Context: an optimization exercise on an open-source flow, tuned for small area, a short achievable clock period and few clock cycles. The choices shown serve that exercise and are no tape-out recipe.
Function was not checked in any run shown here: the RTL went through the layout flow alone.

==> design.v <==
module qb_crc #(
    parameter integer K = 4                 
) (
    input  wire         clk,
    input  wire         rst,
    input  wire         in_valid,
    output wire         in_ready,
    input  wire [31:0]  in_crc,
    input  wire [511:0] in_data,
    input  wire [63:0]  in_mask,
    output reg          out_valid,
    output wire [31:0]  out_crc
);
    localparam [31:0] POLY = 32'h82F6_3B78;
    localparam integer N  = 64 / K;         
    localparam integer CW = $clog2(N);
    function [31:0] crc_byte(input [31:0] c_in, input [7:0] b);
        reg [31:0] c;
        integer t;
        begin
            c = c_in ^ {24'd0, b};
            for (t = 0; t < 8; t = t + 1)
                c = (c >> 1) ^ (POLY & {32{c[0]}});
            crc_byte = c;
        end
    endfunction
    reg [CW-1:0]  cnt;
    reg           rdy;
    reg [8*K-1:0] dreg;
    reg [K-1:0]   mreg;
    reg [31:0]    creg;
    reg           v1, first1, last1;
    assign in_ready = rdy;
    wire [8*K-1:0] dsel = in_data[cnt*8*K +: 8*K];
    wire [K-1:0]   msel = in_mask[cnt*K +: K];
    always @(posedge clk) begin
        dreg <= dsel;
        mreg <= msel;
        creg <= in_crc;
        first1 <= (cnt == {CW{1'b0}});
        last1  <= rdy;
        if (rst) begin
            cnt <= {CW{1'b0}};
            rdy <= 1'b0;
            v1  <= 1'b0;
        end else begin
            v1 <= in_valid;
            if (in_valid) begin
                cnt <= cnt + 1'b1;
                rdy <= (cnt == N - 2);
            end
        end
    end
    reg [31:0] crc;
    assign out_crc = crc;
    reg [31:0] c;
    integer j;
    always @(*) begin
        c = first1 ? creg : crc;
        for (j = 0; j < K; j = j + 1)
            if (mreg[j]) c = crc_byte(c, dreg[8*j +: 8]);
    end
    always @(posedge clk) begin
        if (v1) crc <= c;
        if (rst) out_valid <= 1'b0;
        else     out_valid <= v1 & last1;
    end
endmodule
==> run.sh <==
#!/bin/bash
# synth_recipe.tcl (not shown) runs the flow's synth.tcl, then flattens the netlist and writes it again
# the make line also repeats each setting of config.mk as NAME=value (left out here)
make -C /OpenROAD-flow-scripts/flow DESIGN_CONFIG=/design/flow/config.mk WORK_HOME=/design/flow/orfs CLKGATE_MAP_FILE= SYNTH_SCRIPT=/design/flow/synth_recipe.tcl finish
==> config.mk <==
export PLATFORM = sky130hd
export DESIGN_NAME = qb_crc
export DESIGN_NICKNAME = qb_crc
export VERILOG_FILES = /design/flow/design.v
export SDC_FILE = /design/flow/constraint.sdc
export NUM_CORES = 4
export LEC_CHECK = 0
export CAP_MARGIN = 20
export CORE_AREA = 10 10 290 290
export DIE_AREA = 0 0 300 300
export SLEW_MARGIN = 20
==> constraint.sdc <==
create_clock -name core_clock -period 10.0 [get_ports {clk}]
set_input_delay 2.0000 -clock core_clock [delete_from_list [all_inputs] [get_ports {clk}]]
set_output_delay 2.0000 -clock core_clock [all_outputs]
set_load 0.01 [all_outputs]
==> results of run 1 <==
-- cell families (layout without fill, tap and decap cells) --
kind of cell,after synthesis,count (layout),synth area share [%]
XOR/XNOR,348,348,31.0
multiplexers,261,261,37.3
AND/OR/NAND/NOR,150,150,5.01
AO/OA/AOI/OAI,119,119,5.30
flip-flops,109,109,18.6
buffers and inverters,85,679,2.56
adder cells (fa/ha/maj),3,3,0.279
other,0,5,0
-- worst register-to-register path: cells and delay by family (launching register included) --
family	cells	cell delay, ps
xor+xnor	11	3630
mux	3	1700
simple gates	4	1290
flops	1	900
compound gates	1	70
-- metrics by stage --
step / area, sq um / worst slack, ps / std cells
after floorplan: 13500 / 3660 / 1075
after global placement: 21000 / 2100 / 2693
after detailed placement: 21000 / 2160 / 2693
after CTS: 21300 / 2120 / 2709
after global routing: 21300 / 1710 / 2709
final: 21300 / 2140 / 2714
-- flip-flops by register name (all words and copies together), names as in the netlist --
name and count:
creg 32, out_valid 1, last1 1, v1 1
first1 1, crc 32, rdy 1, cnt 4
mreg 4, dreg 32
-- synthesized netlist by cell type (all sizes together) (4+ instances only) --
library cell  count
xnor2           222
nor2b             4
nor2             59
o211ai            4
clkbuf           60
edfxtp           32
buf              19
a211oi            7
mux2i            70
dfxtp            77
xor2             75
xor3              5
o21ai            38
mux4            180
nor3              5
inv               6
a21oi            54
xnor3            46
nand3             6
nand2            53
mux2             11
-- final timing paths --
kind / to / slack, ps
min: last1$_DFF_P_ / 390
max reg2reg: crc[22]$_DFFE_PP_ / 2140
min reg2reg: last1$_DFF_P_ / 390
max: crc[22]$_DFFE_PP_ / 2140
-- per-layer routing --
metal  up-vias  track usage (%)  share of wire, %
met4        10             2.70               1.3
met1      6062             22.3                40
met2       602             34.4                52
met5         -                0             0.076
li1       5244                -                 -
met3        78             4.61               6.9
-- cell type report --
cell class | count | area (sq um) | area share, %
Clock buffer | 9 | 225 | 1.06
Tap cell | 1040 | 1300 | 6.10
Multi-Input combinational cell | 881 | 10600 | 49.8
Clock inverter | 7 | 77.6 | 0.364
Antenna cell | 5 | 12.5 | 0.0587
Timing Repair Buffer | 657 | 6540 | 30.7
Sequential cell | 109 | 2520 | 11.8
Inverter | 6 | 22.5 | 0.106
==> results.json, run 1 <==
{
  "setup_violations": 0,
  "setup-tns-final_ps": 0,
  "syn-cell-area_sq_um": 13500,
  "crit_start": "first1$_DFF_P_",
  "cts_htree_levels": 3,
  "cts_root_buf": "clkbuf_16",
  "crit_buf_inv": 0,
  "die_x_microns": 300,
  "critPathCaptureType": "register",
  "path_depth": 19,
  "critical_path.max_fanout": 23,
  "grt_first_pass_wirelength_mm": 116,
  "post-route-util_pct": 27.5,
  "post_cts_buffers": 0,
  "layout_commonest_cell": "clkdlybuf4s50_1",
  "critPathKind": "reg -> reg",
  "r2r-start": "first1$_DFF_P_",
  "start_util_pct": 17.4,
  "r2r_cells": 19,
  "rsz0062_at_grt": "no",
  "crit_family": "XOR/XNOR gates",
  "ys_async_sr_fraction_pct": 0,
  "holdPathStages": 0,
  "whs_ps": 394,
  "fin_crit_sh_pct": 78.6,
  "grt_max_degree": 69,
  "synth_top_cell_by_area": "mux4_2",
  "track_usage_pct": 18.8,
  "area_growth_pct": 58.3,
  "synthTopCellsByArea": "mux4_2 (30%), xnor2_1 (13%), dfxtp_1 (11%)",
  "cts.sink_count": 109,
  "grt_pass1_vias": 13483,
  "antenna_left": 0,
  "hold_viol_final": 0,
  "cts_tree": "done",
  "synth_cells": 1075,
  "status": "complete, no violations",
  "via_count": 11996,
  "worst_path_max_delay_cell": "dfxtp_2",
  "fillCellCount": 8115,
  "layout_common_cells": "clkdlybuf4s50_1 (644), xnor2_1 (195), mux4_2 (180)",
  "synth_edf_count": 32,
  "cts_buffer_depth": 2,
  "hold_class": "reg -> reg",
  "cpMostUsedCell": "xnor2_1",
  "dieArea_sq_um": 90000,
  "routed_wl_mm": 87.1,
  "num_io_pins": 645,
  "die_height_microns": 300,
  "synth-seq-cells": 109,
  "period_needed_ps": 7860,
  "arrival_ps": 7990,
  "clk_pin_slew_ps": 100,
  "ys.flop_type": "dfxtp_1",
  "worst_pin_slew_ps": 1010,
  "critPathLaunchType": "register",
  "vias_per_cell": 4.42,
  "grt_overflow": 0,
  "drtPass1Iterations": 7,
  "slew_headroom_pct": 32.4,
  "cts_resized": 0,
  "fp-row-count": 102,
  "port_buffers": 644,
  "path_cells": "mux2i_1 -> xnor2_2 -> xor3_1 -> xnor3_1 -> nor3_1 -> nor4b_1 -> nor3_1 -> nor2_1 -> xnor2_1 -> mux2i_1 -> xnor3_1 -> xnor2_1 -> mux2i_1 -> xnor2_1 -> xnor2_1 -> xnor2_2 -> xor3_2 -> xnor3_1 -> a21oi_1",
  "drv_cap": 0,
  "synth_cell_types": 66,
  "antenna_found_initial": 45,
  "clock.fmax_mhz": 127,
  "ys_seq_area_share_pct": 18.6,
  "routedWlPerCell_microns": 32.1,
  "slowest_delay_ps": 900,
  "slew_viol_final": 0,
  "drtIter0Drc": 728,
  "place_congestion": 0.965,
  "synth_top_area_share_pct": 30.1,
  "clk_latency_ps": 410,
  "holdBufCountCts": 0,
  "finClkSkew_ps": 21.5,
  "synth_warnings": 1,
  "core_area_sq_um": 77600,
  "avgSynthCellArea_sq_um": 12.5,
  "critPathRequiredTime_ps": 10130,
  "dp_hpwl_mm": 77.9,
  "cts_buffers": 9,
  "drive_gt1_share_pct": 17.7,
  "syn_nets": 1689,
  "final_nets": 2278,
  "drc": 0,
  "min_from": "rdy$_SDFFE_PP0P_"
}
==> run 2: changes to the inputs <==
--- a/design.v
+++ b/design.v
@@ -1,4 +1,4 @@
 module qb_crc #(
-    parameter integer K = 4                 
+    parameter integer K = 8                 
 ) (
     input  wire         clk,
==> run 2 against run 1 <==
Clock skew increased by 2.3 ps. Now fails the layout checks on setup timing. Worst setup slack got worse by 3100 ps. Die area unchanged. Non-clock buffer count up 710. Synthesized cell count is 80% higher. Sequential share of layout area fell by 3.0 points.
==> results.json, run 2 <==
{
  "status": "complete, but fails checks",
  "violations": "setup timing",
  "r2r-start": "first1$_DFF_P_",
  "synth_top_area_share_pct": 16.9,
  "grt_max_degree": 105,
  "post_synth_and_or_nand_nor_area_fraction_pct": 7.15,
  "whs_ps": 380,
  "worst_slack_ps": -951,
  "die_x_microns": 300,
  "ys.flop_type": "dfxtp_1",
  "biggestRegsByFlops": "dreg: 64 flops, crc: 32 flops, creg: 32 flops",
  "setup-tns-final_ps": -24100,
  "via_count": 20323,
  "die_height_microns": 300,
  "critPathRequiredTime_ps": 10240,
  "vias_per_cell": 4.77,
  "clk_latency_ps": 500,
  "holdBufCountCts": 0,
  "num_io_pins": 645,
  "cts.sink_count": 144,
  "post-route-util_pct": 47.1,
  "dieArea_sq_um": 90000,
  "cts_buffer_depth": 2,
  "yosysMostFrequentCell": "xnor2_1",
  "fp-row-count": 102,
  "critPathCaptureType": "register",
  "drv_cap": 0,
  "layout_commonest_cell": "buf_4",
  "cts_root_buf": "clkbuf_16",
  "cts_buffers": 17,
  "synth_cells": 1935,
  "drtIter0Drc": 1286,
  "syn-cell-area_sq_um": 21300,
  "worst_path_max_delay_cell": "xor3_4",
  "slew_headroom_pct": 34.8,
  "start_util_pct": 27.4,
  "crit_start": "first1$_DFF_P_",
  "slew_viol_final": 0,
  "synth_top_cells_by_count": "xnor2_1 (409), mux4_2 (144), nor2_1 (136)",
  "hold_class": "reg -> reg",
  "routed_wl_mm": 107,
  "layout_common_cells": "buf_4 (652), clkdlybuf4s50_1 (644), xnor2_1 (350)",
  "dp_cells": 4092,
  "r2r_cells": 42,
  "critPathKind": "reg -> reg",
  "crit_buf_inv": 8,
  "final_nets": 3820,
  "port_buffers": 644,
  "fillCellCount": 7213,
  "largest_reg_flops": 64,
  "antenna_left": 0,
  "routedWlPerCell_microns": 25.0,
  "grt_first_pass_wirelength_mm": 153,
  "drive_gt1_share_pct": 39.1,
  "ys_seq_area_share_pct": 15.1,
  "stdcell_count": 4260,
  "synth_compound_gate_area_share_pct": 7.83,
  "drtPass1Iterations": 5,
  "syn_nets": 2549,
  "synth_edf_count": 32,
  "synth_cell_types": 85,
  "clk_pin_slew_ps": 70,
  "synth_xor_area_share_pct": 39.9,
  "finClkSkew_ps": 23.8,
  "r2r_end": "crc[19]$_DFFE_PP_",
  "clock.fmax_mhz": 91.3,
  "grt_pass1_vias": 21634,
  "postPlaceCellArea_sq_um": 33700,
  "r2r_setup_slack_ps": -950,
  "fin_crit_sh_pct": 110,
  "synthTopCellsByArea": "xnor2_1 (17%), mux4_2 (15%), dfxtp_1 (11%)",
  "dp_hpwl_mm": 92.2,
  "synth_top_cell_by_area": "xnor2_1",
  "cts_tree": "done",
  "antenna_found_initial": 13,
  "area_growth_pct": 71.9,
  "drc": 0,
  "stdcell_area_sq_um": 36500,
  "synth_fa_ha_area_share_pct": 0.177,
  "synth_top_family_by_area": "XOR/XNOR gates",
  "track_usage_pct": 23.0,
  "slowest_delay_ps": 560,
  "critPathLaunchType": "register",
  "cts_htree_levels": 4,
  "top_register": "dreg",
  "crit_family": "XOR/XNOR gates",
  "place_congestion": 0.938,
  "worst_pin_slew_ps": 976,
  "setup_violations": 32,
  "grt_overflow": 0,
  "hold_viol_final": 0,
  "arrival_ps": 11190,
  "cp-endpoint": "crc[19]$_DFFE_PP_",
  "synth_warnings": 1,
  "synth-seq-cells": 144,
  "avgSynthCellArea_sq_um": 11.0,
  "rsz0062_at_grt": "yes",
  "synth.area.mux_share_pct": 27.5,
  "ys_async_sr_fraction_pct": 0,
  "path_depth": 42,
  "core_area_sq_um": 77600,
  "critical_path.max_fanout": 7,
  "period_needed_ps": 10950
}
## run 2: repair_timing
action | in CTS | in global routing
endpoints found under the hold margin | 0 | 0
buffers inserted | 87 | 54
gates resized for setup | 92 | 107
pin swaps | 67 | 51
setup endpoints to repair | 32 | 32
## run 2: routing by layer
layer | track usage (%) | wire, microns
met1 | 29.4 | 45800
met2 | 40.1 | 52500
met3 | 4.33 | 5880
met4 | 4.41 | 2250
met5 | 0 | 34
## run 2: cell type report
type                    instances  area [sq um]  area share (%)
flip-flops and latches        144          3230            8.83
well taps                    1040          1300            3.56
clock buffers                  18           450            1.23
inverters                      16          60.1           0.164
repair buffers               1367         12300            33.7
multi-input cells            1660         19000            52.0
clock inverters                14           186           0.510
diodes                          1          2.50         0.00685
## run 2: worst min-delay path by stage
| stage | start | endpoint | slack [ps] | depth (start not counted) |
|---|---|---|---|---|
| floorplan | rdy$_SDFFE_PP0P_ | last1$_DFF_P_ | 390 | 0 |
| CTS | rdy$_SDFFE_PP0P_ | last1$_DFF_P_ | 380 | 0 |
| detailed placement | rdy$_SDFFE_PP0P_ | last1$_DFF_P_ | 370 | 0 |
| global route | rdy$_SDFFE_PP0P_ | last1$_DFF_P_ | 390 | 0 |
| global placement | rdy$_SDFFE_PP0P_ | last1$_DFF_P_ | 360 | 0 |
| finish | rdy$_SDFFE_PP0P_ | last1$_DFF_P_ | 380 | 0 |
## run 2: metrics by stage
| stage | setup slack, ps |
|---|---|
| 6_report | -951 |
| 4_1_cts | -809 |
| 2_1_floorplan | -837 |
| 5_1_grt | -1280 |
| 3_5_place_dp | -1310 |
| 3_3_place_gp | -1220 |
## run 2: cells by family after synthesis
kind of cell | Yosys count
XOR/XNOR | 706
multiplexers | 378
AND/OR/NAND/NOR | 319
AO/OA/AOI/OAI | 254
flip-flops | 144
buffers and inverters | 131
adder cells (fa/ha/maj) | 3
==> run 3: changes to the inputs <==
--- a/design.v
+++ b/design.v
@@ -1,4 +1,4 @@
 module qb_crc #(
-    parameter integer K = 8                 
+    parameter integer K = 2                 
 ) (
     input  wire         clk,
==> run 3 against run 2 <==
Now clean on timing, DRC and antenna. Largest cell class unchanged. Final area shrank 51%. Critical path type unchanged. Fmax increased by 130%. Utilization down 24 points. Critical path depth is 31 lower. Clock skew is 11 ps lower. Sequential share of layout area grew 3.3 points. Routed wire length fell by 33%.
==> results.json, run 3 <==
{
  "hold_viol_final": 0,
  "clk_pin_slew_ps": 70,
  "arrival_ps": 4920,
  "synth_cell_types": 31,
  "synth_edf_count": 32,
  "grt_first_pass_wirelength_mm": 94.5,
  "synth_xor_area_share_pct": 21.5,
  "worst_slack_ps": 5280,
  "post-route-util_pct": 23.1,
  "slew_viol_final": 0,
  "dp_hpwl_mm": 64.4,
  "final_nets": 1910,
  "finClkSkew_ps": 13.3,
  "fp-row-count": 102,
  "clk_latency_ps": 360,
  "ys_seq_area_share_pct": 21.7,
  "synth_top_area_share_pct": 40.7,
  "area_growth_pct": 79.9,
  "cts_buffers": 9,
  "synth_fa_ha_area_share_pct": 0.377,
  "drive_gt1_share_pct": 20.9,
  "cts_htree_levels": 3,
  "die_x_microns": 300,
  "setup-tns-final_ps": 0,
  "drv_cap": 0,
  "die_height_microns": 300,
  "clock.fmax_mhz": 212,
  "dieArea_sq_um": 90000,
  "synth_top_cell_by_area": "mux4_2",
  "grt_pass1_vias": 10418,
  "rsz0062_at_grt": "no",
  "fin_crit_sh_pct": 47.2,
  "dp_worst_setup_slack_ps": 5280,
  "layout_commonest_cell": "clkdlybuf4s50_1",
  "via_count": 9231,
  "worst_pin_slew_ps": 1050,
  "critPathCaptureType": "register",
  "fillCellCount": 8332,
  "holdBufCountCts": 0,
  "r2r_setup_slack_ps": 5280,
  "synth-seq-cells": 92,
  "post_cts_buffers": 0,
  "antenna_found_initial": 57,
  "hold_class": "reg -> reg",
  "biggestRegsByFlops": "crc: 32 flops, creg: 32 flops, dreg: 16 flops",
  "cts.sink_count": 92,
  "critPathKind": "reg -> reg",
  "grt_max_degree": 73,
  "post_synth_and_or_nand_nor_area_fraction_pct": 2.12,
  "start_util_pct": 12.8,
  "syn-cell-area_sq_um": 9950,
  "synth.area.mux_share_pct": 49.7,
  "status": "complete, no violations",
  "cts_root_buf": "clkbuf_16",
  "avgSynthCellArea_sq_um": 14.4,
  "synth_top_family_by_area": "multiplexers",
  "final-seq-area_sq_um": 2180,
  "slew_headroom_pct": 29.8,
  "routedWlPerCell_microns": 30.5,
  "synth_warnings": 1,
  "min_from": "rdy$_SDFFE_PP0P_",
  "synth_compound_gate_area_share_pct": 2.10,
  "core_area_sq_um": 77600,
  "r2r-start": "first1$_DFF_P_",
  "num_io_pins": 645,
  "yosysMostFrequentCell": "mux4_2",
  "syn_nets": 1304,
  "grt_overflow": 0,
  "routed_wl_mm": 71.5,
  "port_buffers": 644,
  "crit_start": "first1$_DFF_P_",
  "antenna_left": 0,
  "vias_per_cell": 3.93,
  "ys_async_sr_fraction_pct": 0,
  "layout_common_cells": "clkdlybuf4s50_1 (644), mux4_2 (180), xnor2_1 (100)",
  "track_usage_pct": 15.3,
  "cts_tree": "done",
  "period_needed_ps": 4720,
  "cts_buffer_depth": 2,
  "drtIter0Drc": 540,
  "ys.flop_type": "dfxtp_1",
  "critPathLaunchType": "register",
  "cts_resized": 0,
  "critPathRequiredTime_ps": 10200,
  "synth_top_cells_by_count": "mux4_2 (180), xnor2_1 (100), dfxtp_1 (60)",
  "critical_path.max_fanout": 38,
  "drc": 0,
  "multi_input_area_sq_um": 7540,
  "synthTopCellsByArea": "mux4_2 (41%), dfxtp_1 (12%), edfxtp_1 (9.7%)",
  "setup_violations": 0,
  "place_congestion": 0.919,
  "drtPass1Iterations": 4,
  "synth_cells": 690
}
==> run 3: cell families (layout without fill, tap and decap cells) <==
logic type,count (synthesis),after routing
AOI/OAI and AO/OA,38,38
muxes,263,263
DFF,92,92
adders and majority gates,3,3
xor gates and xnor gates,176,176
and+or+nand+nor,53,53
buffers and inverters,65,676
other,0,7
==> run 3: final timing paths <==
| path | end | depth (start not counted) |
|---|---|---|
| max | crc[0]$_DFFE_PP_ | 11 |
| min | last1$_DFF_P_ | 0 |
| max reg2reg | crc[0]$_DFFE_PP_ | 11 |
| min reg2reg | last1$_DFF_P_ | 0 |
==> run 3: critical path: stages (launching register included) <==
cell and delay (ps):
dfxtp_2 310, buf_4 490, mux2_2 460, xor2_4 420, xnor2_2 270, xnor3_1 490, mux2i_1 320, xor2_2 460
xnor2_1 250, xor2_1 420, xnor3_1 480, mux2i_1 150
==> run 3: layout make-up <==
class	instances	share of cell area, %
diodes	7	0.0978
clock buffers	12	1.56
clock inverters	4	0.189
inverters	4	0.0839
multi-input cells	533	42.1
flip-flops and latches	92	12.2
well taps	1040	7.27
repair buffers	656	36.5
==> run 3: per-stage QoR <==
stage	hold WS [ps]	std cells	area, sq um
after floorplan	393	690	9950
after global placement	368	2325	17600
after detailed placement	380	2325	17600
after CTS	390	2341	17900
after global routing	404	2345	17900
final	391	2348	17900
==> run 3: layer usage <==
metal | wire length [microns] | GRT usage (%) | part of all wire (%) | vias to the layer above
li1 | - | - | - | 3979
met1 | 27500 | 17.5 | 38 | 4586
met2 | 36300 | 27.3 | 51 | 544
met3 | 6340 | 5.55 | 8.9 | 102
met4 | 1290 | 2.68 | 1.8 | 20
met5 | 127 | 0 | 0.18 | -
==> run 4: changes to the inputs <==
--- a/config.mk
+++ b/config.mk
@@ -9,3 +9,4 @@
 export CORE_AREA = 10 10 290 290
 export DIE_AREA = 0 0 300 300
+export SETUP_SLACK_MARGIN = 5
 export SLEW_MARGIN = 20
==> run 4 against run 3 <==
Still clean on timing, DRC and antenna. Final cell count about the same. Fmax is 0.49% lower. Critical path type unchanged. Critical endpoint unchanged.
==> results.json, run 4 <==
{
  "hold_class": "reg -> reg",
  "grt_max_degree": 73,
  "ys_seq_area_share_pct": 21.7,
  "fp-row-count": 102,
  "drc": 0,
  "die_height_microns": 300,
  "holdBufCountCts": 0,
  "cts_buffer_depth": 2,
  "period_needed_ps": 4740,
  "cts_buffers": 9,
  "synth_top_cells_by_count": "mux4_2 (180), xnor2_1 (100), dfxtp_1 (60)",
  "grt_first_pass_wirelength_mm": 94.5,
  "port_buffers": 644,
  "num_io_pins": 645,
  "clk_pin_slew_ps": 70,
  "dp_hpwl_mm": 64.4,
  "drv_cap": 0,
  "antenna_found_initial": 57,
  "start_util_pct": 12.8,
  "avgSynthCellArea_sq_um": 14.4,
  "critPathKind": "reg -> reg",
  "synth_cell_types": 31,
  "holdPathStages": 0,
  "crit_start": "first1$_DFF_P_",
  "place_congestion": 0.919,
  "slew_headroom_pct": 30.2,
  "core_area_sq_um": 77600,
  "critical_path.max_fanout": 38,
  "critPathLaunchType": "register",
  "syn_nets": 1304,
  "die_x_microns": 300,
  "vias_per_cell": 3.92,
  "grt_overflow": 0,
  "path_cells": "buf_4 -> mux2_2 -> xor2_4 -> xnor2_2 -> xnor3_1 -> mux2i_1 -> xor2_2 -> xnor2_1 -> xor2_1 -> xnor3_1 -> mux2i_1",
  "synth_top_cell_by_area": "mux4_2",
  "via_count": 9195,
  "area_growth_pct": 79.9,
  "cts_root_buf": "clkbuf_16",
  "track_usage_pct": 15.3,
  "fin_crit_sh_pct": 47.4,
  "setup-tns-final_ps": 0,
  "worst_pin_slew_ps": 1050,
  "cts_htree_levels": 3,
  "worst_path_max_delay_cell": "buf_4",
  "critPathRequiredTime_ps": 10200,
  "drive_gt1_share_pct": 21.0,
  "cts_tree": "done",
  "clk_latency_ps": 360,
  "antenna_left": 0,
  "clock.fmax_mhz": 211,
  "cp-endpoint": "crc[0]$_DFFE_PP_",
  "synth_warnings": 1,
  "biggestRegsByFlops": "crc: 32 flops, creg: 32 flops, dreg: 16 flops",
  "synthTopCellsByArea": "mux4_2 (41%), dfxtp_1 (12%), edfxtp_1 (9.7%)",
  "synth_cells": 690,
  "status": "complete, no violations",
  "critPathCaptureType": "register",
  "synth-seq-cells": 92,
  "slowest_delay_ps": 500,
  "syn-cell-area_sq_um": 9950,
  "setup_violations": 0,
  "drtPass1Iterations": 6,
  "drtIter0Drc": 493,
  "grt_pass1_vias": 10418,
  "final_nets": 1910,
  "post-route-util_pct": 23.1,
  "r2r_setup_slack_ps": 5260,
  "slew_viol_final": 0,
  "routed_wl_mm": 71.5,
  "ys_async_sr_fraction_pct": 0,
  "layout_common_cells": "clkdlybuf4s50_1 (644), mux4_2 (180), xnor2_1 (99)",
  "dieArea_sq_um": 90000,
  "synth_edf_count": 32,
  "cts.sink_count": 92,
  "r2r-start": "first1$_DFF_P_",
  "yosysMostFrequentCell": "mux4_2",
  "layout_commonest_cell": "clkdlybuf4s50_1",
  "r2r_cells": 11,
  "ys.flop_type": "dfxtp_1",
  "rsz0062_at_grt": "no",
  "synth_top_area_share_pct": 40.7,
  "routedWlPerCell_microns": 30.4,
  "arrival_ps": 4950,
  "hold_viol_final": 0,
  "r2r_end": "crc[0]$_DFFE_PP_",
  "finClkSkew_ps": 13.0
}
run 4: cell types whose count changed in the layout (fill, tap and decap cells not counted), sizes merged:
cell   delta
diode     -1
run 4: kinds of logic after synthesis:
family	synth area share, %
xor+xnor	21.5
buf+inv	2.53
compound gates	2.10
flops	21.7
fa+ha+maj	0.377
mux	49.7
simple gates	2.12
run 4: worst max-delay path: cells and delay by family (launching register included):
family,cells,cell delay [ps]
XOR/XNOR,7,2800
multiplexers,3,930
buffers and inverters,1,500
flip-flops,1,310
run 4: metal layers:
layer | vias up | global-route usage [%] | wire length, microns
li1 | 3977 | - | -
met2 | 543 | 27.3 | 36300
met4 | 20 | 2.68 | 1280
met5 | - | 0 | 136
met3 | 103 | 5.55 | 6280
met1 | 4552 | 17.5 | 27500
run 4: worst min-delay path by stage:
stage / from / to
final: rdy$_SDFFE_PP0P_ / last1$_DFF_P_
after global routing: rdy$_SDFFE_PP0P_ / last1$_DFF_P_
after CTS: rdy$_SDFFE_PP0P_ / last1$_DFF_P_
after detailed placement: rdy$_SDFFE_PP0P_ / last1$_DFF_P_
after global placement: rdy$_SDFFE_PP0P_ / last1$_DFF_P_
after floorplan: rdy$_SDFFE_PP0P_ / last1$_DFF_P_
run 4: repair_timing:
| item | in CTS | in global routing |
|---|---|---|
| endpoints found under the hold margin | 0 | 0 |
| setup buffers | 0 | 0 |
| resized for setup | 0 | 1 |
| endpoints found under the setup margin | 0 | 1 |
run 4: layout make-up:
| type | instances | area [sq um] |
|---|---|---|
| diodes | 6 | 15.0 |
| clock buffers | 12 | 279 |
| clock inverters | 4 | 33.8 |
| fillers | 8334 | 59700 |
| inverters | 4 | 15.0 |
| multi-input cells | 533 | 7550 |
| flip-flops and latches | 92 | 2180 |
| well taps | 1040 | 1300 |
| repair buffers | 656 | 6540 |
run 4: stage by stage:
| stage | instance area (sq um) | hold WS (ps) | setup WS [ps] | cells |
|---|---|---|---|---|
| after floorplan | 9950 | 393 | 6240 | 690 |
| after global placement | 17600 | 368 | 5320 | 2325 |
| after detailed placement | 17600 | 380 | 5280 | 2325 |
| after CTS | 17900 | 390 | 5230 | 2341 |
| after global routing | 17900 | 404 | 5020 | 2345 |
| final | 17900 | 388 | 5260 | 2347 |
==> run 5: changes to the inputs <==
--- a/design.v
+++ b/design.v
@@ -1,4 +1,4 @@
 module qb_crc #(
-    parameter integer K = 2                 
+    parameter integer K = 4                 
 ) (
     input  wire         clk,
==> run 5 against run 4 <==
Still clean on timing, DRC and antenna. Synthesized cell count is 56% higher. Routed wire length is 23% higher. Sequential cell count up 17. Critical endpoint is now crc[1]$_DFFE_PP_.
==> results.json, run 5 <==
{
  "setup_violations": 0,
  "drtIter0Drc": 1013,
  "ys_async_sr_fraction_pct": 0,
  "synth_warnings": 1,
  "critPathKind": "reg -> reg",
  "routed_wl_mm": 88.1,
  "synth_top_cells_by_count": "xnor2_1 (195), mux4_2 (180), dfxtp_1 (77)",
  "hold_class": "reg -> reg",
  "synth_compound_gate_area_share_pct": 5.30,
  "hold_viol_final": 0,
  "layout_common_cells": "clkdlybuf4s50_1 (644), mux4_2 (180), xnor2_1 (150)",
  "syn-cell-area_sq_um": 13500,
  "biggestRegsByFlops": "crc: 32 flops, creg: 32 flops, dreg: 32 flops",
  "layout_commonest_cell": "clkdlybuf4s50_1",
  "grt_max_degree": 71,
  "critPathLaunchType": "register",
  "critPathRequiredTime_ps": 10150,
  "final_nets": 2450,
  "clk_pin_slew_ps": 80,
  "synth_edf_count": 32,
  "fp-row-count": 102,
  "grt_pass1_vias": 13964,
  "arrival_ps": 6250,
  "critPathCaptureType": "register",
  "ys.flop_type": "dfxtp_1",
  "cts_buffers": 9,
  "die_x_microns": 300,
  "cts_htree_levels": 3,
  "die_height_microns": 300,
  "synthTopCellsByArea": "mux4_2 (30%), xnor2_1 (13%), dfxtp_1 (11%)",
  "dieArea_sq_um": 90000,
  "critical_path.max_fanout": 6,
  "core_area_sq_um": 77600,
  "slew_viol_final": 0,
  "antenna_found_initial": 45,
  "drv_cap": 0,
  "routedWlPerCell_microns": 30.5,
  "grt_overflow": 0,
  "status": "complete, no violations",
  "area_growth_pct": 78.8,
  "slew_headroom_pct": 36.7,
  "synth_xor_area_share_pct": 31.0,
  "synth_cells": 1075,
  "synth-seq-cells": 109,
  "setup-tns-final_ps": 0,
  "place_congestion": 0.922,
  "num_io_pins": 645,
  "drive_gt1_share_pct": 31.5,
  "yosysMostFrequentCell": "xnor2_1",
  "fin_crit_sh_pct": 61.1,
  "period_needed_ps": 6110,
  "cts_root_buf": "clkbuf_16",
  "via_count": 12874,
  "dp_hpwl_mm": 76.7,
  "grt_first_pass_wirelength_mm": 118,
  "synth_cell_types": 66,
  "post_synth_and_or_nand_nor_area_fraction_pct": 5.01,
  "port_buffers": 644,
  "worst_pin_slew_ps": 950,
  "avgSynthCellArea_sq_um": 12.5,
  "antenna_left": 0,
  "start_util_pct": 17.4,
  "drtPass1Iterations": 5,
  "finClkSkew_ps": 17.7,
  "clock.fmax_mhz": 164,
  "synth_top_area_share_pct": 30.1,
  "syn_nets": 1689,
  "drc": 0,
  "synth_fa_ha_area_share_pct": 0.279,
  "vias_per_cell": 4.45,
  "cts_buffer_depth": 2,
  "rsz0062_at_grt": "yes",
  "track_usage_pct": 19.0,
  "synth.area.mux_share_pct": 37.3,
  "cts.sink_count": 109,
  "synth_top_family_by_area": "multiplexers",
  "ys_seq_area_share_pct": 18.6,
  "cts_tree": "done",
  "clk_latency_ps": 400,
  "synth_top_cell_by_area": "mux4_2",
  "holdBufCountCts": 0
}
-- run 5: final timing paths --
kind,from,endpoint,slack (ps),depth (start not counted)
max,first1$_DFF_P_,crc[1]$_DFFE_PP_,3890,21
min,rdy$_SDFFE_PP0P_,last1$_DFF_P_,380,0
max reg2reg,first1$_DFF_P_,crc[1]$_DFFE_PP_,3890,21
min reg2reg,rdy$_SDFFE_PP0P_,last1$_DFF_P_,380,0
-- run 5: final cells by class --
cell class / count / area (sq um)
sequential: 109 / 2520
timing repair buffer: 828 / 8160
multi-input combinational: 881 / 11800
antenna: 10 / 25.0
clock inverter: 6 / 61.3
timing repair inverter: 1 / 5.00
inverter: 6 / 26.3
tap: 1040 / 1300
clock buffer: 10 / 239
fill: 7847 / 53500
-- run 5: logic make-up (layout without fill, tap and decap cells) --
group           after synthesis  after routing
compound gates              119            119
other cells                   0             10
fa+ha+maj                     3              3
xor+xnor                    348            348
flops                       109            109
buf+inv                      85            851
mux                         261            261
simple gates                150            150
-- run 5: critical path, stage by stage (launching register included) --
cell and delay [ps]:
dfxtp_4 380, buf_12 150, mux2i_4 320, xnor2_4 210, xnor3_2 520, xor2_2 230, a211o_1 300, buf_4 150
a21oi_1 310, nor4_4 90, a211o_1 310, a31oi_4 340, xnor2_4 170, xnor3_1 360, xnor3_1 360, mux2_4 280
xnor3_2 460, xor2_4 300, xnor2_2 150, xnor3_1 250, nand2_2 110, xnor2_2 90
-- run 5: through the flow --
| step | std cells | setup WS [ps] | hold WS [ps] | instance area, sq um | util (%) |
|---|---|---|---|---|---|
| 6_report | 2891 | 3890 | 376 | 24100 | 31.1 |
| 3_3_place_gp | 2693 | 2980 | 360 | 21200 | 27.3 |
| 5_1_grt | 2883 | 3710 | 388 | 24100 | 31.0 |
| 4_1_cts | 2848 | 3990 | 377 | 23500 | 30.3 |
| 3_5_place_dp | 2693 | 2900 | 365 | 21200 | 27.3 |
| 2_1_floorplan | 1075 | 4090 | 394 | 13600 | - |
-- run 5: per-layer routing --
layer  global-route usage [%]  wire (microns)  part of all wire, %  up-vias
li1                         -               -                    -     5599
met1                     22.1           32700                   37     6445
met2                     32.8           44000                   50      699
met3                     6.00            8740                  9.9      117
met4                     5.67            2510                  2.9       14
met5                        0              94                 0.11        -
-- run 5: what timing repair did --
action	in CTS	in global routing
gates resized for setup	124	52
pin swaps	61	37
cloned	1	0
buffers inserted	138	33
setup endpoints to repair	32	32
==> run 6: changes to the inputs <==
--- a/design.v
+++ b/design.v
@@ -10,5 +10,5 @@
     input  wire [63:0]  in_mask,
     output reg          out_valid,
-    output wire [31:0]  out_crc
+    output reg  [31:0]  out_crc
 );
     localparam [31:0] POLY = 32'h82F6_3B78;
@@ -25,19 +25,29 @@
         end
     endfunction
-    reg [CW-1:0]  cnt;
-    reg           rdy;
+    reg [CW-1:0]  cnt;                      
+    reg           rdy;                      
     reg [8*K-1:0] dreg;
     reg [K-1:0]   mreg;
-    reg [31:0]    creg;
-    reg           v1, first1, last1;
-    assign in_ready = rdy;
+    reg           v1, last1;
+    assign in_ready = rdy | !in_valid;
     wire [8*K-1:0] dsel = in_data[cnt*8*K +: 8*K];
     wire [K-1:0]   msel = in_mask[cnt*K +: K];
+    reg [N-1:0]  nz, cand;
+    reg [CW-1:0] nxt;
+    integer i;
+    always @(*) begin
+        for (i = 0; i < N; i = i + 1) begin
+            nz[i]   = |in_mask[i*K +: K];
+            cand[i] = nz[i] && (i > cnt);
+        end
+        nxt = cnt + 1'b1;
+        for (i = N - 1; i >= 0; i = i - 1)
+            if (cand[i]) nxt = i;
+    end
+    wire last_next = ((cand & (cand - 1'b1)) == {N{1'b0}});
     always @(posedge clk) begin
-        dreg <= dsel;
-        mreg <= msel;
-        creg <= in_crc;
-        first1 <= (cnt == {CW{1'b0}});
-        last1  <= rdy;
+        dreg  <= dsel;
+        mreg  <= msel;
+        last1 <= rdy;
         if (rst) begin
             cnt <= {CW{1'b0}};
@@ -46,21 +56,24 @@
         end else begin
             v1 <= in_valid;
-            if (in_valid) begin
-                cnt <= cnt + 1'b1;
-                rdy <= (cnt == N - 2);
+            if (in_valid && !rdy) begin
+                cnt <= nxt;
+                rdy <= last_next;
+            end else begin
+                cnt <= {CW{1'b0}};
+                rdy <= 1'b0;
             end
         end
     end
     reg [31:0] crc;
-    assign out_crc = crc;
     reg [31:0] c;
     integer j;
     always @(*) begin
-        c = first1 ? creg : crc;
+        c = crc;
         for (j = 0; j < K; j = j + 1)
             if (mreg[j]) c = crc_byte(c, dreg[8*j +: 8]);
     end
     always @(posedge clk) begin
-        if (v1) crc <= c;
+        crc     <= (cnt == {CW{1'b0}}) ? in_crc : c;
+        out_crc <= c;
         if (rst) out_valid <= 1'b0;
         else     out_valid <= v1 & last1;
==> run 6 against run 5 <==
Routed wire length grew 3.3%. Utilization grew 1.2 points. Worst setup slack gained 81 ps. Synthesized cell count grew 30%. Still clean on timing, DRC and antenna. Clock skew grew 0.64 ps. Register-to-register slack gained 80 ps. Clock-buffer cell count grew 2.
==> results.json, run 6 <==
{
  "r2r-start": "crc[1]$_DFF_P_",
  "via_count": 14938,
  "syn-cell-area_sq_um": 13800,
  "synth_top_cell_by_area": "dfxtp_1",
  "synth_xor_area_share_pct": 30.7,
  "hold_viol_final": 0,
  "num_io_pins": 645,
  "setup_violations": 0,
  "crit_buf_inv": 6,
  "layout_commonest_cell": "clkdlybuf4s50_1",
  "holdBufCountCts": 0,
  "period_needed_ps": 6030,
  "setup-tns-final_ps": 0,
  "grt_pass1_vias": 15254,
  "ys_async_sr_fraction_pct": 0,
  "area_growth_pct": 81.5,
  "antenna_left": 0,
  "synth_fa_ha_area_share_pct": 0.417,
  "routed_wl_mm": 91.0,
  "cts_htree_levels": 3,
  "critPathCaptureType": "register",
  "drv_cap": 0,
  "whs_ps": 375,
  "fp-row-count": 102,
  "routedWlPerCell_microns": 28.2,
  "core_area_sq_um": 77600,
  "grt_overflow": 0,
  "layout_common_cells": "clkdlybuf4s50_1 (643), buf_4 (161), mux2i_1 (154)",
  "syn_nets": 2007,
  "drtIter0Drc": 1311,
  "post_synth_and_or_nand_nor_area_fraction_pct": 7.00,
  "final_nets": 2782,
  "cpMostUsedCell": "xnor2_4",
  "rsz0062_at_grt": "yes",
  "min_from": "rdy$_SDFF_PP0_",
  "critical_path.max_fanout": 5,
  "grt_first_pass_wirelength_mm": 122,
  "yosysMostFrequentCell": "xnor2_1",
  "track_usage_pct": 19.0,
  "cts.sink_count": 108,
  "synth_top_cells_by_count": "xnor2_1 (176), mux2i_1 (165), a21oi_1 (117)",
  "worst_pin_slew_ps": 1070,
  "path_cells": "xnor2_4 -> buf_6 -> buf_12 -> xnor2_4 -> buf_12 -> xnor2_4 -> or2_4 -> a211oi_4 -> buf_6 -> xor3_2 -> buf_6 -> xnor3_2 -> mux2i_4 -> buf_12 -> xnor2_4 -> xnor3_2 -> xnor2_2 -> mux2_4 -> xnor2_4 -> xnor3_2 -> xnor3_1 -> mux2_4 -> mux2_4",
  "dp_hpwl_mm": 75.8,
  "critPathRequiredTime_ps": 10280,
  "port_buffers": 644,
  "biggestRegsByFlops": "crc: 32 flops, dreg: 32 flops, out_crc: 32 flops",
  "clk_pin_slew_ps": 80,
  "clock.fmax_mhz": 166,
  "hold_class": "reg -> reg",
  "status": "complete, no violations",
  "finClkSkew_ps": 18.3,
  "stdcell_count": 3222,
  "dieArea_sq_um": 90000,
  "synth_top_family_by_area": "XOR/XNOR gates",
  "synth_edf_count": 0,
  "r2r_end": "crc[8]$_DFF_P_",
  "vias_per_cell": 4.64,
  "start_util_pct": 17.8,
  "fin_crit_sh_pct": 60.3,
  "cts_tree": "done",
  "clk_latency_ps": 400,
  "whs_endpoint": "last1$_DFF_P_",
  "r2r_setup_slack_ps": 3970,
  "drive_gt1_share_pct": 25.8,
  "cts_buffers": 9,
  "drtPass1Iterations": 5,
  "worst_path_max_delay_cell": "xor3_2",
  "slew_headroom_pct": 28.4,
  "dp_cells": 2999,
  "die_height_microns": 300,
  "cts_root_buf": "clkbuf_16",
  "cts_buffer_depth": 2,
  "synth_top_area_share_pct": 15.7,
  "synthTopCellsByArea": "dfxtp_1 (16%), mux2i_1 (12%), mux4_2 (12%)",
  "crit_family": "XOR/XNOR gates",
  "ys_seq_area_share_pct": 15.7,
  "drc": 0,
  "arrival_ps": 6310,
  "place_congestion": 0.954,
  "slowest_delay_ps": 510,
  "avgSynthCellArea_sq_um": 9.91,
  "grt_max_degree": 111,
  "die_x_microns": 300,
  "r2r_cells": 23,
  "synth_cells": 1393,
  "synth-seq-cells": 108,
  "slew_viol_final": 0,
  "critPathLaunchType": "register",
  "synth_warnings": 1,
  "critPathKind": "reg -> reg",
  "ys.flop_type": "dfxtp_1",
  "antenna_found_initial": 33,
  "holdPathStages": 0,
  "synth.area.mux_share_pct": 29.5,
  "fillCellCount": 7913,
  "synth_compound_gate_area_share_pct": 13.7,
  "synth_cell_types": 60
}
## run 6: changes by cell type in the layout (fill, tap and decap cells not counted), sizes merged, moves of 36 or more
| cell | delta |
|---|---|
| o22ai | +38 |
| o221ai | +36 |
| mux4 | -107 |
| nand2 | +39 |
| a21oi | +70 |
| mux2i | +99 |
| mux2 | +50 |
| o21ai | +37 |
## run 6: worst max path at each step
stage	cells after the start	start	endpoint	slack (ps)
2_1_floorplan	18	crc[0]$_DFF_P_	crc[17]$_DFF_P_	4330
3_3_place_gp	18	crc[5]$_DFF_P_	crc[7]$_DFF_P_	3470
3_5_place_dp	18	crc[5]$_DFF_P_	crc[7]$_DFF_P_	3480
4_1_cts	21	dreg[1]$_DFF_P_	crc[8]$_DFF_P_	4170
5_1_grt	24	crc[1]$_DFF_P_	crc[8]$_DFF_P_	3860
6_report	23	crc[1]$_DFF_P_	crc[8]$_DFF_P_	3970
## run 6: metal layers
layer  global-route usage (%)  wire length, microns
met2                     32.9                 45100
met1                     23.8                 36300
met3                     4.25                  7440
met5                        0                     0
met4                     4.10                  2190
## run 6: what timing repair did
action / 4_1_cts / 5_1_grt
resized for setup: 130 / 61
setup endpoints to repair: 65 / 64
setup buffers: 144 / 54
pin swaps: 83 / 61
## run 6: worst reg2reg max path, cell delays in order, from the launching register on
cell and delay, ps:
dfxtp_4 370, xnor2_4 160, buf_6 140, buf_12 130, xnor2_4 210, buf_12 150, xnor2_4 100, or2_4 250
a211oi_4 290, buf_6 150, xor3_2 520, buf_6 180, xnor3_2 260, mux2i_4 270, buf_12 150, xnor2_4 120
xnor3_2 480, xnor2_2 170, mux2_4 300, xnor2_4 200, xnor3_2 410, xnor3_1 360, mux2_4 300, mux2_4 260
## run 6: through the flow
| stage | instance area (sq um) | util [%] | setup WS (ps) |
|---|---|---|---|
| 2_1_floorplan | 14300 | - | 4330 |
| 3_3_place_gp | 21800 | 28.1 | 3470 |
| 3_5_place_dp | 21800 | 28.1 | 3480 |
| 4_1_cts | 24300 | 31.3 | 4170 |
| 5_1_grt | 25000 | 32.3 | 3860 |
| 6_report | 25100 | 32.3 | 3970 |
## run 6: cell type report
type,instances,area [sq um],area share (%)
multi-input cells,1176,12700,50.5
repair buffers,861,8520,34.0
flip-flops and latches,108,2200,8.80
well taps,1040,1300,5.19
clock buffers,12,258,1.03
inverters,12,45.0,0.180
clock inverters,4,37.5,0.150
diodes,9,22.5,0.0899
## run 6: kinds of logic after synthesis
group | Yosys count
adder cells (fa/ha/maj) | 5
multiplexers | 303
XOR/XNOR | 335
AO/OA/AOI/OAI | 309
buffers and inverters | 109
AND/OR/NAND/NOR | 224
flip-flops | 108
==> run 7: changes to the inputs <==
==> flow/run.sh (new file) <==
#!/bin/bash
# Standard layout, with each port buffered by a buf_1 instead of ORFS's default
# port buffer cell. Extra ORFS settings come from flow/extra.env.
set -euo pipefail
export BUFFER_PORTS_ARGS="-buffer_cell sky130_fd_sc_hd__buf_1"
if [[ -f flow/extra.env ]]; then set -a; source flow/extra.env; set +a; fi
bash standard.sh > standard_make.log 2>&1
==> flow/extra.env (new file) <==
SETUP_SLACK_MARGIN=5
==> standard.sh (new file) <==
#!/bin/bash
# synth_recipe.tcl (not shown) runs the flow's synth.tcl, then flattens the netlist and writes it again
# the make line also repeats each setting of config.mk as NAME=value (left out here)
make -C /OpenROAD-flow-scripts/flow DESIGN_CONFIG=/design/flow/config.mk WORK_HOME=/design/flow/orfs CLKGATE_MAP_FILE= SYNTH_SCRIPT=/design/flow/synth_recipe.tcl "${@:-finish}"
--- a/config.mk
+++ b/config.mk
@@ -9,4 +9,3 @@
 export CORE_AREA = 10 10 290 290
 export DIE_AREA = 0 0 300 300
-export SETUP_SLACK_MARGIN = 5
 export SLEW_MARGIN = 20
removed: run.sh
==> run 7 against run 6 <==
Utilization fell by 5.5 points. Register-to-register slack better by 97 ps. Die area stayed put. Clock skew is 0.92 ps higher. Final area decreased by 17%. Critical path type unchanged. Largest cell class unchanged.
==> results.json, run 7 <==
{
  "cts_htree_levels": 3,
  "place_congestion": 0.968,
  "die_height_microns": 300,
  "cts_root_buf": "clkbuf_16",
  "critPathLaunchType": "register",
  "routed-wl-met3_mm": 7.08,
  "synth_warnings": 1,
  "period_needed_ps": 5930,
  "fillCellCount": 8273,
  "avgSynthCellArea_sq_um": 9.91,
  "arrival_ps": 6200,
  "start_util_pct": 17.8,
  "syn-cell-area_sq_um": 13800,
  "layout_common_cells": "buf_1 (644), mux2i_1 (153), buf_4 (153)",
  "rsz0062_at_grt": "yes",
  "crit_family": "XOR/XNOR gates",
  "dp_cells": 3000,
  "grt_overflow": 0,
  "path_cells": "xnor2_4 -> xnor3_2 -> xor3_1 -> mux2i_4 -> xnor2_4 -> buf_6 -> xor2_4 -> xnor2_2 -> xor3_2 -> xor3_2 -> a21oi_4 -> xnor3_1 -> xnor2_2 -> mux2_4 -> xnor2_4 -> xnor3_2 -> buf_4 -> xnor3_1 -> mux2i_1 -> mux2_4",
  "layout_commonest_cell": "buf_1",
  "drive_gt1_share_pct": 25.4,
  "biggestRegsByFlops": "crc: 32 flops, dreg: 32 flops, out_crc: 32 flops",
  "core_area_sq_um": 77600,
  "via_count": 15016,
  "critPathCaptureType": "register",
  "ys_async_sr_fraction_pct": 0,
  "drc": 0,
  "critPathRequiredTime_ps": 10270,
  "worst_pin_slew_ps": 1130,
  "synth_cells": 1393,
  "synth_top_cell_by_area": "dfxtp_1",
  "hold_class": "reg -> reg",
  "synth_cell_types": 60,
  "track_usage_pct": 18.4,
  "cpMostUsedCell": "xnor2_4",
  "status": "complete, no violations",
  "stdcell_count": 3214,
  "ys.flop_type": "dfxtp_1",
  "drtIter0Drc": 1433,
  "ys_seq_area_share_pct": 15.7,
  "dieArea_sq_um": 90000,
  "drtPass1Iterations": 5,
  "routedWlPerCell_microns": 27.3,
  "grt_pass1_vias": 15267,
  "cts_buffer_depth": 2,
  "vias_per_cell": 4.67,
  "clock.fmax_mhz": 169,
  "synth_top_cells_by_count": "xnor2_1 (176), mux2i_1 (165), a21oi_1 (117)",
  "num_io_pins": 645,
  "slowest_delay_ps": 510,
  "holdBufCountCts": 0,
  "drv_cap": 0,
  "setup-tns-final_ps": 0,
  "cts.sink_count": 108,
  "yosysMostFrequentCell": "xnor2_1",
  "clk_latency_ps": 390,
  "wl_met2_mm": 42.8,
  "fp-row-count": 102,
  "worst_path_max_delay_cell": "xnor3_2",
  "final_nets": 2771,
  "grt_max_degree": 62,
  "antenna_left": 0,
  "synth_edf_count": 0,
  "synthTopCellsByArea": "dfxtp_1 (16%), mux2i_1 (12%), mux4_2 (12%)",
  "critPathKind": "reg -> reg",
  "syn_nets": 2007,
  "routed_wl_mm": 87.8,
  "cts_tree": "done",
  "slew_headroom_pct": 23.7,
  "area_growth_pct": 50.7,
  "fin_crit_sh_pct": 59.3,
  "dp_hpwl_mm": 73.7,
  "antenna_found_initial": 37,
  "finClkSkew_ps": 19.2,
  "slew_viol_final": 0,
  "top_layer": "met5",
  "setup_violations": 0,
  "port_buffers": 644,
  "hold_viol_final": 0,
  "synth-seq-cells": 108,
  "critical_path.max_fanout": 4,
  "cts_buffers": 9,
  "crit_buf_inv": 2,
  "clk_pin_slew_ps": 90,
  "wl_met1_mm": 35.5,
  "die_x_microns": 300,
  "grt_first_pass_wirelength_mm": 118,
  "synth_top_area_share_pct": 15.7
}
[run 7: cell counts after synthesis]
Identical to the previous run, type by type.
[run 7: path summary, 6_finish.rpt]
| path | start | end | slack (ps) | depth (start not counted) |
|---|---|---|---|---|
| worst max-delay path | crc[1]$_DFF_P_ | crc[17]$_DFF_P_ | 4070 | 20 |
| worst max register to register | crc[1]$_DFF_P_ | crc[17]$_DFF_P_ | 4070 | 20 |
| worst min register to register | rdy$_SDFF_PP0_ | last1$_DFF_P_ | 370 | 0 |
| worst min-delay path | rdy$_SDFF_PP0_ | last1$_DFF_P_ | 370 | 0 |
[run 7: what timing repair did]
action,CTS,global route
pin swaps,89,54
setup endpoints to repair,64,64
resized for setup,148,51
buffers inserted,129,57
[run 7: worst register-to-register path: cells and delay by family (launching register included)]
kind,cells,cell delay [ps]
buf+inv,2,320
mux,4,950
compound gates,1,190
xor+xnor,13,3990
flops,1,370
[run 7: per-stage QoR]
step	cell area, sq um	worst slack (ps)	hold WS (ps)	utilization [%]
2_1_floorplan	14300	4330	323	-
3_3_place_gp	17800	3540	358	22.9
3_5_place_dp	17800	3420	351	22.9
4_1_cts	20000	4210	372	25.8
5_1_grt	20800	3950	380	26.8
6_report	20800	4070	374	26.8
[run 7: metal layers]
layer	vias up	global-route usage [%]
li1	6682	-
met1	7329	23.0
met2	877	31.3
met3	124	4.15
met4	4	5.08
met5	-	0
[run 7: final cells by class]
class                           instances  area, sq um  area share [%]
Clock inverter                          6         57.6           0.277
Clock buffer                           10          250            1.20
Timing Repair Buffer                  850         4310            20.7
Antenna cell                           12         30.0           0.144
Multi-Input combinational cell       1176        12600            60.6
Inverter                               12         45.0           0.217
Sequential cell                       108         2210            10.6
Tap cell                             1040         1300            6.26
[run 7: cells by family (layout without fill, tap and decap cells)]
| family | count (synthesis) | count (layout) | synth area share, % |
|---|---|---|---|
| flops | 108 | 108 | 15.7 |
| buf+inv | 109 | 878 | 3.02 |
| fa+ha+maj | 5 | 5 | 0.417 |
| other cells | 0 | 12 | 0 |
| mux | 303 | 303 | 29.5 |
| compound gates | 309 | 309 | 13.7 |
| simple gates | 224 | 224 | 7.00 |
| xor+xnor | 335 | 335 | 30.7 |

## static timing again, ports no longer ideal
No port has a modelled driver above. Below, the same layouts with a new extraction and two added sets of constraints.
Step 1 (the two cells are an assumption about what drives the block):
set clk [get_ports {clk}]
set_driving_cell -lib_cell sky130_fd_sc_hd__clkbuf_16 $clk
set_driving_cell -lib_cell sky130_fd_sc_hd__buf_2 [delete_from_list [all_inputs] $clk]
Step 2 moves the port delays by t, midway between the first and last clock arrival at a register: inputs arrive t later, outputs are due t later. That takes back most of the time a late clock gives input paths.
Slacks: no drivers / after step 1 / after step 2; pairs: no drivers / after step 1.
run	t (ns)	setup slack, ns	worst slew at a driven data input, ns
run 1	0.459	2.137 / 2.137 / 2.137	0.26
run 2	0.550	-0.951 / -0.951 / -0.951	0.23
run 3	0.393	5.279 / 5.279 / 5.279	0.23
run 4	0.393	5.255 / 5.255 / 5.255	0.23
run 5	0.447	3.893 / 3.893 / 3.893	0.30
run 6	0.449	3.974 / 3.974 / 3.974	0.25
run 7	0.444	4.071 / 4.071 / 4.071	0.33
